This is an optimization exercise on Yosys and OpenROAD, whose aim is small area, a short achievable clock period and few clock cycles per item, not a production implementation. RTL that was checked went through simulation tests only; none was proved equivalent to the original. Power figures rest on the tool's default switching activity, not on a simulated workload.

==> ember <==
// tdc_le_conv
module tdc_le_conv (
  input  wire        clk,
  input  wire        rst,           
  input  wire        cmd_valid,
  output wire        cmd_ready,
  input  wire [1:0]  cmd_op,        
  input  wire        cmd_interp,    
  input  wire [11:0] cmd_a,         
  input  wire [12:0] cmd_b,         
  output reg         res_valid,
  output reg         res_pair,      
  output reg         res_ok,        
  output reg         res_void,      
  output reg         res_interp,
  output reg  [11:0] res_coarse,
  output reg  [8:0]  res_fine,
  output reg  [1:0]  res_frame      
);
  integer j, k;
  reg         ready_r;
  reg         f_v;
  reg  [1:0]  f_op;
  reg         f_i;
  reg  [11:0] f_a;
  reg  [12:0] f_b;
  reg  [5:0]  rot;                  
  reg  [3:0]  rot_w;                
  reg  [4:0]  fill;                 
  wire        hold_hit_n = (fill > 5'd1);
  wire [3:0]  rot_w_n    = rot_w + 4'd1;
  wire        ci_f  = !(f_op == 2'd0 && hold_hit_n) &&
                      !(f_op == 2'd2 && f_a[5:0] != 6'd0 && f_a[3:0] != rot_w_n);
  wire        ci_in = !(cmd_op == 2'd0 && hold_hit_n) &&
                      !(cmd_op == 2'd2 && cmd_a[5:0] != 6'd0 && cmd_a[3:0] != rot_w_n);
  wire f_hit  = (f_op == 2'd0);
  wire f_pair = (f_op == 2'd1);
  wire f_wr   = (f_op == 2'd2) && (f_a[5:0] != 6'd0);
  wire can_issue = !(f_hit && (fill != 5'd0)) && !(f_wr && (f_a[3:0] != rot_w));
  wire iss    = f_v && can_issue;
  wire f_load = !f_v || can_issue;       
  assign cmd_ready = ready_r;
  reg  [1:0]  st_have;
  reg  [23:0] st_c1;
  reg  [17:0] st_q;               
  reg  [21:0] st_h;               
  reg  [29:0] st_rcp;
  reg         p1_hit, p1_pair, p1_wr, p1_ok;
  reg         p1_i;
  reg  [11:0] p1_a;
  reg  [12:0] p1_b;                 
  wire [12:0] pd0  = {1'b0, f_b[11:0]} - {1'b0, f_a};             
  wire        acc0 = !pd0[12] && (pd0[11:0] >= 12'd768) && (pd0[11:0] <= 12'd1280);
  reg         fwd;                  
  ...
==> module tdc_ks_add, before the edit <==
module tdc_ks_add #(parameter N = 8) (
  input  wire [N-1:0] a,
  input  wire [N-1:0] b,
  input  wire         ci,
  output wire [N-1:0] s,
  output wire [N:0]   c
);
  localparam L = 7;                     
  reg [N:0] g [0:L];
  reg [N:0] p [0:L];
  integer i, l, d;
  always @* begin
    g[0][0] = ci;
    p[0][0] = 1'b0;
    for (i = 0; i < N; i = i + 1) begin
      g[0][i+1] = a[i] & b[i];
      p[0][i+1] = a[i] ^ b[i];
    end
    d = 1;
    for (l = 1; l <= L; l = l + 1) begin
      for (i = 0; i <= N; i = i + 1) begin
        if (i >= d) begin
          g[l][i] = g[l-1][i] | (p[l-1][i] & g[l-1][i-d]);
          p[l][i] = p[l-1][i] & p[l-1][i-d];
        end else begin
          g[l][i] = g[l-1][i];
          p[l][i] = p[l-1][i];
        end
      end
      d = d * 2;
    end
  end
  genvar k;
  generate
    for (k = 0; k < N; k = k + 1) begin : sum
      assign s[k] = p[0][k+1] ^ g[L][k];
    end
  endgenerate
  assign c = g[L];
endmodule
clock: 12.0 ns
lec_check: 0
cap_margin: 20
core_margin: 2
core_utilization: 40
cts_buf_list: sky130_fd_sc_hd__clkbuf_8
slew_margin: 20
standard.sh (not shown) runs the stock make flow with config.mk's settings and CLKGATE_MAP_FILE= SYNTH_SCRIPT=/design/flow/synth_recipe.tcl, a recipe that flattens the netlist after the stock synthesis.
==> flow/flow/run.sh <==
#!/bin/bash
# The standard layout (the standard.sh: standard synthesis, floorplan,
# placement, CTS, routing, finish) with one change: repair_timing is asked
# for a setup margin of SETUP_MARGIN ns at the design's clock period, so it
# works on every path longer than the period less that margin. The clock,
# the constraints and every other setting stay the standard ones.
set -euo pipefail
SETUP_MARGIN=${SETUP_MARGIN:-8}
bash standard.sh SETUP_SLACK_MARGIN=$SETUP_MARGIN finish > run_make.log 2>&1
==> delta (differences from ember) <==
--- a/flow/design.v
+++ b/flow/design.v
@@ -1318,7 +1318,7 @@
   output wire [N-1:0] s,
   output wire [N:0]   c
 );
-  localparam L = 7;                     
+  localparam L = (N <= 1) ? 1 : $clog2(N) + 1;
   reg [N:0] g [0:L];
   reg [N:0] p [0:L];
   integer i, l, d;
CTS_BUF_LIST = not set   (was sky130_fd_sc_hd__clkbuf_8)
==> impl_metrics.csv <==
group,metric,value,unit
synthesis,synth_mux_area_share,2.123,%
finish,fin_area,83260,um2
finish,n_fill_cell,16370,
power,total_power,19570,uW
die,core,179000,um2
status,status,"no timing/DRC/antenna violations",
power,p_clk,6440,uW
finish,multi_input_area,26440,um2
finish,area_growth_syn_to_layout,15.31,%
critical_path,cp_max_fo,16,
grt,antenna_found_initial,37,
placed_design,postPlaceCellArea,76160,um2
die,start_util,40.34,%
grt,grt_pass1_wl,437200,um
sta,worst_slack,7.729,ns
sta,fmax,234.1,MHz
[end of results for ember]
==> impl_metrics.csv <==
group,metric,value,unit
grt,grt_max_degree,88,
status,status,"no timing/DRC/antenna violations",
grt,grt_pass1_wl,434100,um
die,start_util,40.32,%
sta,worst_slack,8.042,ns
die,core,178800,um2
sta,fmax,252.6,MHz
critical_path,reg2reg_depth,11,
finish,area_growth_syn_to_layout,15.87,%
finish,multi_input_area,26450,um2
clock_tree,cts.htree.levels,4,
power,total_power,19840,uW
synthesis,synth_mux_area_share,2.305,%
finish,fin_area,83540,um2
synthesis,syn_area,72100,um2
critical_path,cp_max_fo,1,
placed_design,postPlaceCellArea,76300,um2
[end of results for delta]
Testbench counts of ember, summed over its fixed seeds: cycles 12,372, items 12,062.
Only the layout flow was run in delta; the RTL was not checked for function there.

========
==> job 7951: inputs <==
Another version of the RTL of tdc_le_conv (not shown whole).
==> flow/design.v (excerpt) <==
module tdc_le_conv (
  input  wire        clk,
  input  wire        rst,           
  input  wire        cmd_valid,
  output wire        cmd_ready,
  input  wire [1:0]  cmd_op,        
  input  wire        cmd_interp,    
  input  wire [11:0] cmd_a,         
  input  wire [12:0] cmd_b,         
  output reg         res_valid,
  output reg         res_pair,      
  output reg         res_ok,        
  output reg         res_void,      
  output reg         res_interp,
  output reg  [11:0] res_coarse,
  output reg  [8:0]  res_fine,
  output reg  [1:0]  res_frame      
);
==> flow/config.mk <==
export PLATFORM = sky130hd
export DESIGN_NAME = tdc_le_conv
export DESIGN_NICKNAME = tdc_le_conv
export VERILOG_FILES = /design/flow/design.v
export SDC_FILE = /design/flow/constraint.sdc
export NUM_CORES = 4
export LEC_CHECK = 0
export CAP_MARGIN = 20
export CORE_MARGIN = 2
export CORE_UTILIZATION = 40
export SLEW_MARGIN = 20
==> flow/constraint.sdc <==
create_clock -name core_clock -period 12.0 [get_ports {clk}]
set_input_delay 2.4000 -clock core_clock [delete_from_list [all_inputs] [get_ports {clk}]]
set_output_delay 2.4000 -clock core_clock [all_outputs]
set_load 0.01 [all_outputs]
Scripts as last shown in full above: flow/flow/run.sh
==> job 180: changes against job 7951 <==
--- a/flow/design.v
+++ b/flow/design.v
@@ -11,17 +11,17 @@
   output reg         res_pair,      
   output reg         res_ok,        
   output reg         res_void,      
   output reg         res_interp,
   output reg  [11:0] res_coarse,
   output reg  [8:0]  res_fine,
   output reg  [1:0]  res_frame      
 );
-  integer jb, jr, ja, ka, kw, kd;
+  integer j, k;
   reg         ready_r;
   reg         f_v;
   reg  [1:0]  f_op;
   reg         f_i;
   reg  [11:0] f_a;
   reg  [12:0] f_b;
   reg  [5:0]  rot;                  
   reg  [3:0]  rot_w;                
@@ -1089,40 +1089,40 @@
   wire [8:0]  q_r1  = p1_i ? st_q[17:9] : st_q[8:0];
   wire [10:0] h_r1  = p1_i ? st_h[21:11] : st_h[10:0];
   wire        void1 = !(p1_i ? st_have[1] : st_have[0]) ||
                       ($signed(m1) > $signed({4'd0, q_r1})) ||
                       ($signed(m1) < -$signed({2'd0, h_r1}));
   reg  [17:0] bd1;
   reg  [2:0]  bt;
   always @* begin
-    for (jb = 0; jb < 6; jb = jb + 1) begin
-      bt = {m1[2*jb+1], m1[2*jb], (jb == 0) ? 1'b0 : m1[2*jb-1]};
-      bd1[3*jb+2] = bt[2];
-      bd1[3*jb+1] = (bt == 3'b011) || (bt == 3'b100);
-      bd1[3*jb]   = (bt[1] ^ bt[0]);
+    for (j = 0; j < 6; j = j + 1) begin
+      bt = {m1[2*j+1], m1[2*j], (j == 0) ? 1'b0 : m1[2*j-1]};
+      bd1[3*j+2] = bt[2];
+      bd1[3*j+1] = (bt == 3'b011) || (bt == 3'b100);
+      bd1[3*j]   = (bt[1] ^ bt[0]);
     end
   end
   reg         p2_hit, p2_pair, p2_wr, p2_ok;
   reg         p2_i;
   reg  [17:0] p2_bd;                
   reg  [13:0] p2_x;                 
   reg         p2_void;
   reg  [14:0] p2_rcp;
   wire [14:0] rcp2 = p2_rcp;
   reg  [37:0] row [0:6];
   reg  [37:0] misc;
   reg  [16:0] mag, pp;
   always @* begin
     misc = {p2_x, 24'hAB0000};
-    for (jr = 0; jr < 6; jr = jr + 1) begin
-      mag = ({17{p2_bd[3*jr]}} & {2'b00, rcp2}) | ({17{p2_bd[3*jr+1]}} & {1'b0, rcp2, 1'b0});
-      pp  = {17{p2_bd[3*jr+2]}} ^ mag;
-      row[jr] = {21'd0, ~pp[16], pp[15:0]} << (2 * jr);
-      misc[2*jr] = p2_bd[3*jr+2];
+    for (j = 0; j < 6; j = j + 1) begin
+      mag = ({17{p2_bd[3*j]}} & {2'b00, rcp2}) | ({17{p2_bd[3*j+1]}} & {1'b0, rcp2, 1'b0});
+      pp  = {17{p2_bd[3*j+2]}} ^ mag;
+      row[j] = {21'd0, ~pp[16], pp[15:0]} << (2 * j);
+      misc[2*j] = p2_bd[3*j+2];
     end
     row[6] = misc;
   end
   wire [37:0] l1s0 = row[0] ^ row[1] ^ row[2];
   wire [37:0] l1c0 = {(row[0][36:0] & row[1][36:0]) | (row[0][36:0] & row[2][36:0]) | (row[1][36:0] & row[2][36:0]), 1'b0};
   wire [37:0] l1s1 = row[3] ^ row[4] ^ row[5];
   wire [37:0] l1c1 = {(row[3][36:0] & row[4][36:0]) | (row[3][36:0] & row[5][36:0]) | (row[4][36:0] & row[5][36:0]), 1'b0};
   wire [37:0] l2s0 = l1s0 ^ l1c0 ^ l1s1;
@@ -1152,48 +1152,34 @@
   tdc_ks_add #(6) u_i3  (.a(xs3), .b(xc3), .ci(v3c[18]), .s(idx3), .c(idx3c));
   tdc_ks_add #(6) u_i3p (.a(xs3), .b(xc3 | {5'd0, v3c[18]}), .ci(1'b1), .s(idx3p), .c(idx3pc));
   wire [5:0]  widx3 = p3_s + ~rot;
   reg         p4_hit, p4_pair, p4_wr, p4_ok, p4_void;
   reg         p4_i;
   reg  [13:0] p4_coarse;
   reg  [3:0]  p4_o;
   reg         p4_s63;
-  reg  [15:0] p4_elo, p4_olo;
-  reg  [3:0]  p4_ehi, p4_ohi;
+  reg  [4:0]  p4_ei, p4_oi;
   reg         p4_par;
   reg  [1:0]  p4_wj;
   reg  [12:0] p4_e;
   reg  [64*13-1:0] ring0, ring1;
   wire [12:0] evb [0:63];
   wire [12:0] odb [0:63];
   genvar g;
   generate
     for (g = 0; g < 32; g = g + 1) begin : banks
       assign evb[g]      = ring0[26*g +: 13];
       assign evb[g + 32] = ring1[26*g +: 13];
       assign odb[g]      = ring0[26*g + 13 +: 13];
       assign odb[g + 32] = ring1[26*g + 13 +: 13];
     end
   endgenerate
-  reg  [12:0] ev4, od4, eg, og;
-  always @* begin
-    ev4 = 13'd0;
-    od4 = 13'd0;
-    for (ka = 0; ka < 4; ka = ka + 1) begin
-      eg = 13'd0;
-      og = 13'd0;
-      for (ja = 0; ja < 16; ja = ja + 1) begin
-        eg = eg | ({13{p4_elo[ja]}} & evb[(ja / 8) * 32 + ka * 8 + (ja % 8)]);
-        og = og | ({13{p4_olo[ja]}} & odb[(ja / 8) * 32 + ka * 8 + (ja % 8)]);
-      end
-      ev4 = ev4 | ({13{p4_ehi[ka]}} & eg);
-      od4 = od4 | ({13{p4_ohi[ka]}} & og);
-    end
-  end
+  wire [12:0] ev4  = evb[{p4_i, p4_ei}];
+  wire [12:0] od4  = odb[{p4_i, p4_oi}];
   wire [12:0] e0_4 = p4_par ? od4 : ev4;
   wire [12:0] e1_4 = (p4_par ? ev4 : od4) | {p4_s63, 12'd0};    
   wire        neg4 = p4_coarse[13];
   wire        big4 = !p4_coarse[13] && (p4_coarse[12:0] >= 13'd4000);
   wire [11:0] co4  = big4 ? p4_coarse[11:0] - 12'd4000 :
                      neg4 ? p4_coarse[11:0] + 12'd4000 : p4_coarse[11:0];
   reg         p5_hit, p5_pair, p5_ok, p5_void;
   reg         p5_i;
@@ -1221,22 +1207,22 @@
   wire [16:0] w6c;
   tdc_ks_add #(16) u_w6 (.a(p6_ws), .b(p6_wc), .ci(1'b0), .s(w6), .c(w6c));
   wire        cv6 = p6_hit && !p6_void;
   reg [64*13-1:0] nr0, nr1;
   reg [5:0]       fs;
   always @* begin
     nr0 = {ring0[12:0], ring0[64*13-1:13]};
     nr1 = {ring1[12:0], ring1[64*13-1:13]};
-    for (kw = 0; kw < 4; kw = kw + 1) begin
-      fs = rot + 6'd16 * kw[5:0];
-      if (p4_wr && !p4_i && p4_wj == kw)      nr0[((16*kw+63)%64)*13 +: 13] = p4_e;
-      else if (fill != 5'd0)                 nr0[((16*kw+63)%64)*13 +: 13] = {1'b0, fs, 6'd0};
-      if (p4_wr && p4_i && p4_wj == kw)       nr1[((16*kw+63)%64)*13 +: 13] = p4_e;
-      else if (fill != 5'd0)                 nr1[((16*kw+63)%64)*13 +: 13] = {1'b0, fs, 6'd0};
+    for (k = 0; k < 4; k = k + 1) begin
+      fs = rot + 6'd16 * k[5:0];
+      if (p4_wr && !p4_i && p4_wj == k)      nr0[((16*k+63)%64)*13 +: 13] = p4_e;
+      else if (fill != 5'd0)                 nr0[((16*k+63)%64)*13 +: 13] = {1'b0, fs, 6'd0};
+      if (p4_wr && p4_i && p4_wj == k)       nr1[((16*k+63)%64)*13 +: 13] = p4_e;
+      else if (fill != 5'd0)                 nr1[((16*k+63)%64)*13 +: 13] = {1'b0, fs, 6'd0};
     end
   end
   always @(posedge clk) begin
     ring0 <= nr0;
     ring1 <= nr1;
     if (f_load) begin
       f_op <= cmd_op;
       f_i  <= cmd_interp;
@@ -1266,24 +1252,18 @@
     p2_void <= void1;
     p3_i <= p2_i; p3_ok <= p2_ok; p3_void <= p2_void;
     p3_sa <= l4s; p3_sb <= l4c;
     p3_e <= p2_bd[12:0]; p3_s <= p2_x[5:0];
     p4_i <= p3_i; p4_ok <= p3_ok; p4_void <= p3_void;
     p4_coarse <= co3;
     p4_o   <= v3[17:14];
     p4_s63 <= (up3 == 6'd63);
-    for (kd = 0; kd < 16; kd = kd + 1) begin
-      p4_elo[kd] <= ({p3_i, idx3p[3:1]} == kd);
-      p4_olo[kd] <= ({p3_i, idx3[3:1]} == kd);
-    end
-    for (kd = 0; kd < 4; kd = kd + 1) begin
-      p4_ehi[kd] <= (idx3p[5:4] == kd);
-      p4_ohi[kd] <= (idx3[5:4] == kd);
-    end
+    p4_ei  <= idx3p[5:1];
+    p4_oi  <= idx3[5:1];
     p4_par <= idx3[0];
     p4_wj  <= widx3[5:4];
     p4_e   <= p3_e;
     p5_i <= p4_i; p5_ok <= p4_ok; p5_void <= p4_void;
     p5_coarse <= co4;
     p5_frame  <= big4 ? 2'b01 : neg4 ? 2'b11 : 2'b00;
     p5_o <= p4_o;
     p5_e0 <= e0_4; p5_e1 <= e1_4;
==> job 837: changes against job 7951 <==
--- a/flow/design.v
+++ b/flow/design.v
@@ -11,17 +11,17 @@
   output reg         res_pair,      
   output reg         res_ok,        
   output reg         res_void,      
   output reg         res_interp,
   output reg  [11:0] res_coarse,
   output reg  [8:0]  res_fine,
   output reg  [1:0]  res_frame      
 );
-  integer jb, jr, ja, ka, kw, kd;
+  integer j, k;
   reg         ready_r;
   reg         f_v;
   reg  [1:0]  f_op;
   reg         f_i;
   reg  [11:0] f_a;
   reg  [12:0] f_b;
   reg  [5:0]  rot;                  
   reg  [3:0]  rot_w;                
@@ -1089,40 +1089,40 @@
   wire [8:0]  q_r1  = p1_i ? st_q[17:9] : st_q[8:0];
   wire [10:0] h_r1  = p1_i ? st_h[21:11] : st_h[10:0];
   wire        void1 = !(p1_i ? st_have[1] : st_have[0]) ||
                       ($signed(m1) > $signed({4'd0, q_r1})) ||
                       ($signed(m1) < -$signed({2'd0, h_r1}));
   reg  [17:0] bd1;
   reg  [2:0]  bt;
   always @* begin
-    for (jb = 0; jb < 6; jb = jb + 1) begin
-      bt = {m1[2*jb+1], m1[2*jb], (jb == 0) ? 1'b0 : m1[2*jb-1]};
-      bd1[3*jb+2] = bt[2];
-      bd1[3*jb+1] = (bt == 3'b011) || (bt == 3'b100);
-      bd1[3*jb]   = (bt[1] ^ bt[0]);
+    for (j = 0; j < 6; j = j + 1) begin
+      bt = {m1[2*j+1], m1[2*j], (j == 0) ? 1'b0 : m1[2*j-1]};
+      bd1[3*j+2] = bt[2];
+      bd1[3*j+1] = (bt == 3'b011) || (bt == 3'b100);
+      bd1[3*j]   = (bt[1] ^ bt[0]);
     end
   end
   reg         p2_hit, p2_pair, p2_wr, p2_ok;
   reg         p2_i;
   reg  [17:0] p2_bd;                
   reg  [13:0] p2_x;                 
   reg         p2_void;
   reg  [14:0] p2_rcp;
   wire [14:0] rcp2 = p2_rcp;
   reg  [37:0] row [0:6];
   reg  [37:0] misc;
   reg  [16:0] mag, pp;
   always @* begin
     misc = {p2_x, 24'hAB0000};
-    for (jr = 0; jr < 6; jr = jr + 1) begin
-      mag = ({17{p2_bd[3*jr]}} & {2'b00, rcp2}) | ({17{p2_bd[3*jr+1]}} & {1'b0, rcp2, 1'b0});
-      pp  = {17{p2_bd[3*jr+2]}} ^ mag;
-      row[jr] = {21'd0, ~pp[16], pp[15:0]} << (2 * jr);
-      misc[2*jr] = p2_bd[3*jr+2];
+    for (j = 0; j < 6; j = j + 1) begin
+      mag = ({17{p2_bd[3*j]}} & {2'b00, rcp2}) | ({17{p2_bd[3*j+1]}} & {1'b0, rcp2, 1'b0});
+      pp  = {17{p2_bd[3*j+2]}} ^ mag;
+      row[j] = {21'd0, ~pp[16], pp[15:0]} << (2 * j);
+      misc[2*j] = p2_bd[3*j+2];
     end
     row[6] = misc;
   end
   wire [37:0] l1s0 = row[0] ^ row[1] ^ row[2];
   wire [37:0] l1c0 = {(row[0][36:0] & row[1][36:0]) | (row[0][36:0] & row[2][36:0]) | (row[1][36:0] & row[2][36:0]), 1'b0};
   wire [37:0] l1s1 = row[3] ^ row[4] ^ row[5];
   wire [37:0] l1c1 = {(row[3][36:0] & row[4][36:0]) | (row[3][36:0] & row[5][36:0]) | (row[4][36:0] & row[5][36:0]), 1'b0};
   wire [37:0] l2s0 = l1s0 ^ l1c0 ^ l1s1;
@@ -1152,48 +1152,34 @@
   tdc_ks_add #(6) u_i3  (.a(xs3), .b(xc3), .ci(v3c[18]), .s(idx3), .c(idx3c));
   tdc_ks_add #(6) u_i3p (.a(xs3), .b(xc3 | {5'd0, v3c[18]}), .ci(1'b1), .s(idx3p), .c(idx3pc));
   wire [5:0]  widx3 = p3_s + ~rot;
   reg         p4_hit, p4_pair, p4_wr, p4_ok, p4_void;
   reg         p4_i;
   reg  [13:0] p4_coarse;
   reg  [3:0]  p4_o;
   reg         p4_s63;
-  reg  [15:0] p4_elo, p4_olo;
-  reg  [3:0]  p4_ehi, p4_ohi;
+  reg  [4:0]  p4_ei, p4_oi;
   reg         p4_par;
   reg  [1:0]  p4_wj;
   reg  [12:0] p4_e;
   reg  [64*13-1:0] ring0, ring1;
   wire [12:0] evb [0:63];
   wire [12:0] odb [0:63];
   genvar g;
   generate
     for (g = 0; g < 32; g = g + 1) begin : banks
       assign evb[g]      = ring0[26*g +: 13];
       assign evb[g + 32] = ring1[26*g +: 13];
       assign odb[g]      = ring0[26*g + 13 +: 13];
       assign odb[g + 32] = ring1[26*g + 13 +: 13];
     end
   endgenerate
-  reg  [12:0] ev4, od4, eg, og;
-  always @* begin
-    ev4 = 13'd0;
-    od4 = 13'd0;
-    for (ka = 0; ka < 4; ka = ka + 1) begin
-      eg = 13'd0;
-      og = 13'd0;
-      for (ja = 0; ja < 16; ja = ja + 1) begin
-        eg = eg | ({13{p4_elo[ja]}} & evb[(ja / 8) * 32 + ka * 8 + (ja % 8)]);
-        og = og | ({13{p4_olo[ja]}} & odb[(ja / 8) * 32 + ka * 8 + (ja % 8)]);
-      end
-      ev4 = ev4 | ({13{p4_ehi[ka]}} & eg);
-      od4 = od4 | ({13{p4_ohi[ka]}} & og);
-    end
-  end
+  wire [12:0] ev4  = evb[{p4_i, p4_ei}];
+  wire [12:0] od4  = odb[{p4_i, p4_oi}];
   wire [12:0] e0_4 = p4_par ? od4 : ev4;
   wire [12:0] e1_4 = (p4_par ? ev4 : od4) | {p4_s63, 12'd0};    
   wire        neg4 = p4_coarse[13];
   wire        big4 = !p4_coarse[13] && (p4_coarse[12:0] >= 13'd4000);
   wire [11:0] co4  = big4 ? p4_coarse[11:0] - 12'd4000 :
                      neg4 ? p4_coarse[11:0] + 12'd4000 : p4_coarse[11:0];
   reg         p5_hit, p5_pair, p5_ok, p5_void;
   reg         p5_i;
@@ -1221,22 +1207,22 @@
   wire [16:0] w6c;
   tdc_ks_add #(16) u_w6 (.a(p6_ws), .b(p6_wc), .ci(1'b0), .s(w6), .c(w6c));
   wire        cv6 = p6_hit && !p6_void;
   reg [64*13-1:0] nr0, nr1;
   reg [5:0]       fs;
   always @* begin
     nr0 = {ring0[12:0], ring0[64*13-1:13]};
     nr1 = {ring1[12:0], ring1[64*13-1:13]};
-    for (kw = 0; kw < 4; kw = kw + 1) begin
-      fs = rot + 6'd16 * kw[5:0];
-      if (p4_wr && !p4_i && p4_wj == kw)      nr0[((16*kw+63)%64)*13 +: 13] = p4_e;
-      else if (fill != 5'd0)                 nr0[((16*kw+63)%64)*13 +: 13] = {1'b0, fs, 6'd0};
-      if (p4_wr && p4_i && p4_wj == kw)       nr1[((16*kw+63)%64)*13 +: 13] = p4_e;
-      else if (fill != 5'd0)                 nr1[((16*kw+63)%64)*13 +: 13] = {1'b0, fs, 6'd0};
+    for (k = 0; k < 4; k = k + 1) begin
+      fs = rot + 6'd16 * k[5:0];
+      if (p4_wr && !p4_i && p4_wj == k)      nr0[((16*k+63)%64)*13 +: 13] = p4_e;
+      else if (fill != 5'd0)                 nr0[((16*k+63)%64)*13 +: 13] = {1'b0, fs, 6'd0};
+      if (p4_wr && p4_i && p4_wj == k)       nr1[((16*k+63)%64)*13 +: 13] = p4_e;
+      else if (fill != 5'd0)                 nr1[((16*k+63)%64)*13 +: 13] = {1'b0, fs, 6'd0};
     end
   end
   always @(posedge clk) begin
     ring0 <= nr0;
     ring1 <= nr1;
     if (f_load) begin
       f_op <= cmd_op;
       f_i  <= cmd_interp;
@@ -1266,24 +1252,18 @@
     p2_void <= void1;
     p3_i <= p2_i; p3_ok <= p2_ok; p3_void <= p2_void;
     p3_sa <= l4s; p3_sb <= l4c;
     p3_e <= p2_bd[12:0]; p3_s <= p2_x[5:0];
     p4_i <= p3_i; p4_ok <= p3_ok; p4_void <= p3_void;
     p4_coarse <= co3;
     p4_o   <= v3[17:14];
     p4_s63 <= (up3 == 6'd63);
-    for (kd = 0; kd < 16; kd = kd + 1) begin
-      p4_elo[kd] <= ({p3_i, idx3p[3:1]} == kd);
-      p4_olo[kd] <= ({p3_i, idx3[3:1]} == kd);
-    end
-    for (kd = 0; kd < 4; kd = kd + 1) begin
-      p4_ehi[kd] <= (idx3p[5:4] == kd);
-      p4_ohi[kd] <= (idx3[5:4] == kd);
-    end
+    p4_ei  <= idx3p[5:1];
+    p4_oi  <= idx3[5:1];
     p4_par <= idx3[0];
     p4_wj  <= widx3[5:4];
     p4_e   <= p3_e;
     p5_i <= p4_i; p5_ok <= p4_ok; p5_void <= p4_void;
     p5_coarse <= co4;
     p5_frame  <= big4 ? 2'b01 : neg4 ? 2'b11 : 2'b00;
     p5_o <= p4_o;
     p5_e0 <= e0_4; p5_e1 <= e1_4;
@@ -1333,17 +1313,17 @@
 endmodule
 module tdc_ks_add #(parameter N = 8) (
   input  wire [N-1:0] a,
   input  wire [N-1:0] b,
   input  wire         ci,
   output wire [N-1:0] s,
   output wire [N:0]   c
 );
-  localparam L = 7;                     
+  localparam L = (N <= 1) ? 1 : $clog2(N) + 1;
   reg [N:0] g [0:L];
   reg [N:0] p [0:L];
   integer i, l, d;
   always @* begin
     g[0][0] = ci;
     p[0][0] = 1'b0;
     for (i = 0; i < N; i = i + 1) begin
       g[0][i+1] = a[i] & b[i];
==> flow/run.sh (new file) <==
#!/bin/bash
# synth_recipe.tcl (not shown) runs the flow's synth.tcl, then flattens the netlist and writes it again
# the make line also repeats each setting of config.mk as NAME=value (left out here)
make -C /OpenROAD-flow-scripts/flow DESIGN_CONFIG=/design/flow/config.mk WORK_HOME=/design/flow/orfs CLKGATE_MAP_FILE= SYNTH_SCRIPT=/design/flow/synth_recipe.tcl finish
removed: flow/flow/run.sh
removed: flow/standard.sh
==> metrics.yaml <==
status:
  outcome: "failed layout checks"
  failed_checks: "antenna violations"
detailed_routing:
  drtAntennaViolNets: 1
synth:
  yosysSeqAreaShare_pct: 61.3
  synthXorXnorAreaFrac_pct: 2.59
finish:
  clk_share_pct: 8.44
  nFillCells: 16200
clock_tree:
  insertion_delay_ns: 0.91
placement:
  dp.cells: 8562
[end of results for job 837]
==> metrics.yaml <==
synth:
  synthXorXnorAreaFrac_pct: 2.75
  yosys.area.top_type: "dfxtp_1"
  yosysSeqAreaShare_pct: 61.7
finish:
  seq_cell_count: 2178
  clk_share_pct: 8.33
worst_hold_path:
  hold_path_depth: 0
die:
  core_area_mm2: 0.181
status:
  outcome: "no timing/DRC/antenna violations"
[end of results for job 7951]
==> metrics.yaml <==
finish:
  nFillCells: 16200
  clk_share_pct: 8.76
  final_util_pct: 46.8
placement:
  place_congestion: 1.01
status:
  outcome: "no timing/DRC/antenna violations"
detailed_routing:
  drtAntennaViolNets: 0
clock_tree:
  insertion_delay_ns: 0.91
synth:
  synthFlopType: "dfxtp_1"
  synthXorXnorAreaFrac_pct: 2.62
  yosysSeqAreaShare_pct: 61.2
critical_path:
  path_buf_inv: 2
  worstReg2RegEnd: "p5_e0[1]"
[end of results for job 180]
Testbench counts of job 7951, summed over its fixed seeds: cycles 12,372, items 12,062.
Testbench counts of job 180, summed over its fixed seeds: cycles 12,372, items 12,062.
Only the layout flow was run in job 837; the RTL was not checked for function there.

## re-timing with driven ports
Ports are ideal in the flow. The routed layouts listed here were re-timed in OpenROAD. Step 1 sets driving cells, clkbuf_16 on the clock port and buf_2 on the other inputs (assumed; they add their load-dependent delay and slew). Step 2 times the ports against the registers' clock, not the clock port: input delays grow and output delays shrink by t, the midpoint of the rising clock arrivals with the driver on. Three values: no drivers, after step 1, after step 2; two values: the first two.
run | t (ns) | slack for setup (ns) | hold slack, ns | worst setup path after step 2 | latest minus earliest clock arrival (ns)
ember | 1.155 | 7.729 / 7.729 / 7.729 | 0.221 / 0.221 / 0.221 | register to register | 0.147 / 0.147
delta | 0.936 | 8.042 / 7.961 / 7.963 | 0.279 / 0.279 / 0.279 | input to register | 0.120 / 0.121
job 7951 | 0.906 | 8.111 / 8.043 / 7.952 | 0.306 / 0.306 / 0.306 | input to register | 0.066 / 0.066
job 180 | 0.959 | 7.809 / 7.809 / 7.809 | 0.280 / 0.280 / 0.280 | register to register | 0.105 / 0.104
job 837 | 0.939 | 7.648 / 7.576 / 7.648 | 0.276 / 0.276 / 0.276 | register to register | 0.121 / 0.122
For job 7951, which loses most, drivers alone change the setup slack by -0.068 ns; drivers and shift together by -0.159 ns.
